This design comes from an exercise in tuning for small area on the open sky130 flow, not from production work. Function was checked by simulation only, so behaviour that the tests miss may differ from the original. No activity file was given, so power comes from the tool's default toggle rates. The clock port is modelled as an ideal driver; clocking choices that lean on that would not hold on a real chip.

Design sinc_dec_channel, start of the top module:
module sinc_dec_channel (
    input  wire        clk,
    input  wire        rst,         
    input  wire        restart,     
    input  wire        sinc4,       
    input  wire [10:0] osr,         
    input  wire [15:0] ofs,         
    input  wire [15:0] gain,        
    input  wire        md_valid,    
    input  wire        md_bit,      
    output reg         out_valid,
    output wire [15:0] out_value,
    output wire        out_ok,      
    output wire [3:0]  out_settle,
    output wire        out_clip,
    output wire [3:0]  out_seq
);
For scale: ~1400 cells after synthesis, roughly 520 flip-flops, about 76 I/O pins.
Settings: LEC_CHECK=0, CAP_MARGIN=20, CORE_MARGIN=2, CORE_UTILIZATION=40, SLEW_MARGIN=20; clock period 10.0 ns.
run.sh (not shown) runs the stock make flow with config.mk's settings and CLKGATE_MAP_FILE= SYNTH_SCRIPT=/design/flow/synth_recipe.tcl, a recipe that flattens the netlist after the stock synthesis.
The baseline produced a clean layout.
==> next run, changes <==
==> flow/flow/run.sh (new file) <==
#!/bin/bash
# Standard ORFS flow, with single-drive port buffers and a leaner clock tree.
bash standard.sh \
  "BUFFER_PORTS_ARGS=-buffer_cell sky130_fd_sc_hd__buf_1" \
  "CTS_ARGS=-sink_clustering_enable -repair_clock_nets -sink_clustering_size 20 -sink_clustering_max_diameter 150 -buf_list sky130_fd_sc_hd__clkbuf_16 -dont_use_dummy_load" \
  finish > standard_run.log 2>&1
==> flow/standard.sh (new file) <==
#!/bin/bash
# synth_recipe.tcl (not shown) runs the flow's synth.tcl, then flattens the netlist and writes it again
# the make line also repeats each setting of config.mk as NAME=value (left out here)
make -C /OpenROAD-flow-scripts/flow DESIGN_CONFIG=/design/flow/config.mk WORK_HOME=/design/flow/orfs CLKGATE_MAP_FILE= SYNTH_SCRIPT=/design/flow/synth_recipe.tcl "${@:-finish}"
removed: flow/run.sh
Result: Utilization goes down by 3.4 points. Wire length goes down by 3.0%. Setup slack gets worse by 17 ps. Synthesized area stays the same. Clock power goes down by 41%. Final area goes down by 7.2%. Final cell count goes down by 2.8%. Synthesized cell count is unchanged.
==> next run, changes <==
==> flow/flow/run.sh (replaced) <==
#!/bin/bash
# Standard ORFS flow, with single-drive port buffers and a leaner clock tree.
bash standard.sh \
  "BUFFER_PORTS_ARGS=-buffer_cell sky130_fd_sc_hd__buf_1" \
  "CTS_ARGS=-sink_clustering_enable -repair_clock_nets -sink_clustering_size 28 -sink_clustering_max_diameter 150 -buf_list sky130_fd_sc_hd__clkbuf_16 -dont_use_dummy_load" \
  finish > standard_run.log 2>&1
Count of clock-buffer cells in the layout went down by 8.
Setup slack degrades by 57 ps.
Cell area went down slightly.
Power went down by a few percent.
Sequential cell count does not change.
Synthesized cell count does not change.
Hold slack improves by 29 ps.


## v47
sinc_dec_channel, a different RTL version from the one above (not shown whole).
Size: roughly 480 flip-flops, ~76 I/O pins, about 17000 um^2 of cells after synthesis.
Settings: LEC_CHECK=0, CAP_MARGIN=20, CORE_MARGIN=2, CORE_UTILIZATION=60, SLEW_MARGIN=20; clock period 10.0 ns.
standard.sh (not shown) runs the stock make flow with config.mk's settings and CLKGATE_MAP_FILE= SYNTH_SCRIPT=/design/flow/synth_recipe.tcl, a recipe that flattens the netlist after the stock synthesis.
==> flow/flow/run.sh <==
#!/bin/bash
# Standard ORFS flow, with single-drive port buffers and a leaner clock tree.
bash standard.sh \
  "BUFFER_PORTS_ARGS=-buffer_cell sky130_fd_sc_hd__buf_1" \
  "CTS_ARGS=-sink_clustering_enable -repair_clock_nets -sink_clustering_size 30 -sink_clustering_max_diameter 150 -buf_list sky130_fd_sc_hd__clkbuf_16 -dont_use_dummy_load -root_buf sky130_fd_sc_hd__clkbuf_4" \
  finish > standard_run.log 2>&1
Setup changes, v47 to v43
diff --git a/flow/flow/run.sh b/flow/flow/run.sh
--- a/flow/flow/run.sh
+++ b/flow/flow/run.sh
@@ -4,3 +4,4 @@
   "BUFFER_PORTS_ARGS=-buffer_cell sky130_fd_sc_hd__buf_1" \
   "CTS_ARGS=-sink_clustering_enable -repair_clock_nets -sink_clustering_size 30 -sink_clustering_max_diameter 150 -buf_list sky130_fd_sc_hd__clkbuf_16 -dont_use_dummy_load -root_buf sky130_fd_sc_hd__clkbuf_4" \
+  RECOVER_POWER=100 \
   finish > standard_run.log 2>&1
==> comparison <==
Diff v47..v43 | global-route usage | unchanged. The overall power of v47 and that of v43 are within noise of each other. Comparing v43 against v47, there is no change at all in die area. Although v43 finished all stages, its layout failed final checks on capacitance limit, slew limit.
[inputs] v23 vs v43
==> flow/flow/run.sh <==
#!/bin/bash
# Standard ORFS flow, with single-drive port buffers and a leaner clock tree.
bash standard.sh \
  "BUFFER_PORTS_ARGS=-buffer_cell sky130_fd_sc_hd__buf_1" \
  "CTS_ARGS=-sink_clustering_enable -repair_clock_nets -sink_clustering_size 30 -sink_clustering_max_diameter 150 -buf_list sky130_fd_sc_hd__clkbuf_16 -dont_use_dummy_load -root_buf sky130_fd_sc_hd__clkbuf_4 -tree_buf sky130_fd_sc_hd__clkbuf_4" \
  finish > standard_run.log 2>&1
Results
v23 and v43 ended up with nearly the same fraction of met2 tracks used by global routing.
v23 vs v43: worst path arrival time down in v23
Relative to v43, minimum clock period has gone down in v23.
v23 ended with every stage complete and zero timing, DRC or antenna violations.
v23 and v43 ended up with nearly the same global-route usage.
Combinational group power: v23 vs v43 — no meaningful difference
Worst setup slack up 0.074 ns in v23 wrt v43
Synthesis-to-finish area growth, v23 and v43, lower one = v43.
Compared v43 against v23; power density over cell area within noise.
Diff v43 -> v23: final cell area excluding filler cells roughly the same; sequential share of layout area roughly the same; static leakage power higher.


Another version of the RTL of sinc_dec_channel (not shown whole).
Size in the first run: roughly 1400 cells after synthesis, about 480 flip-flops, roughly 76 I/O pins.
clock: 10.0 ns
lec_check: 0
cap_margin: 20
core_margin: 2
core_utilization: 60
slew_margin: 20
==> flow/flow/run.sh <==
#!/bin/bash
# Standard ORFS flow, with single-drive port buffers and a leaner clock tree.
bash standard.sh \
  "BUFFER_PORTS_ARGS=-buffer_cell sky130_fd_sc_hd__buf_1" \
  "CTS_ARGS=-sink_clustering_enable -repair_clock_nets -sink_clustering_size 28 -sink_clustering_max_diameter 100 -buf_list sky130_fd_sc_hd__clkbuf_16 -dont_use_dummy_load -root_buf sky130_fd_sc_hd__clkbuf_4" \
  finish > standard_run.log 2>&1
Edit:
==> flow/flow/run.sh (replaced) <==
#!/bin/bash
# Standard ORFS flow, with single-drive port buffers and a leaner clock tree.
bash standard.sh \
  "BUFFER_PORTS_ARGS=-buffer_cell sky130_fd_sc_hd__buf_1" \
  "CTS_ARGS=-sink_clustering_enable -repair_clock_nets -sink_clustering_size 32 -sink_clustering_max_diameter 100 -buf_list sky130_fd_sc_hd__clkbuf_16 -dont_use_dummy_load -root_buf sky130_fd_sc_hd__clkbuf_4" \
  finish > standard_run.log 2>&1
What happened:
- sequential share of layout area increases by 0.16 points
- via count barely changes
- routed wire length decreases by 0.60%
- clock skew decreases by 0.017 ns
- clock-buffer cell count decreases by 2
- final area is about the same
- combinational power is about the same
- total power decreases by 1.1%
- utilization decreases by 0.18 points

==> afterwards: timing with drivers on the ports <==
The flow's constraints put no driver on any port. The routed layouts listed below were extracted and timed again, unchanged, in two steps.
Step 1 (the two cells are an assumption about what drives the block):
set clk [get_ports {clk}]
set_driving_cell -lib_cell sky130_fd_sc_hd__clkbuf_16 $clk
set_driving_cell -lib_cell sky130_fd_sc_hd__buf_2 [delete_from_list [all_inputs] $clk]
Step 2 times the ports against the registers' clock, not the clock port: input delays grow and output delays shrink by t, the midpoint of the rising clock arrivals with the driver on.
a / b / c = ideal ports / drivers / drivers and shift; a / b = the first two.
run | t (ns) | setup WS [ns] | worst setup path after step 2 | latest minus earliest clock arrival (ns) | worst slew at a driven data input, ns
the first run of note 1 | 0.617 | 0.708 / 0.708 / 0.708 | register to register | 0.020 / 0.021 | 0.07
the second run of note 1 | 0.621 | 0.691 / 0.691 / 0.691 | register to register | 0.050 / 0.049 | 0.07
the third run of note 1 | 0.593 | 0.635 / 0.635 / 0.635 | register to register | 0.037 / 0.036 | 0.06
v47 | 0.770 | 0.854 / 0.854 / 0.854 | register to register | 0.079 / 0.079 | 0.04
v43 | 0.770 | 0.779 / 0.779 / 0.779 | register to register | 0.081 / 0.081 | 0.04
v23 | 0.770 | 0.854 / 0.854 / 0.854 | register to register | 0.079 / 0.079 | 0.04
the first run of note 3 | 0.796 | 1.355 / 1.333 / 1.355 | register to register | 0.070 / 0.069 | 0.07
the second run of note 3 | 0.781 | 1.279 / 1.279 / 1.279 | register to register | 0.053 / 0.052 | 0.07
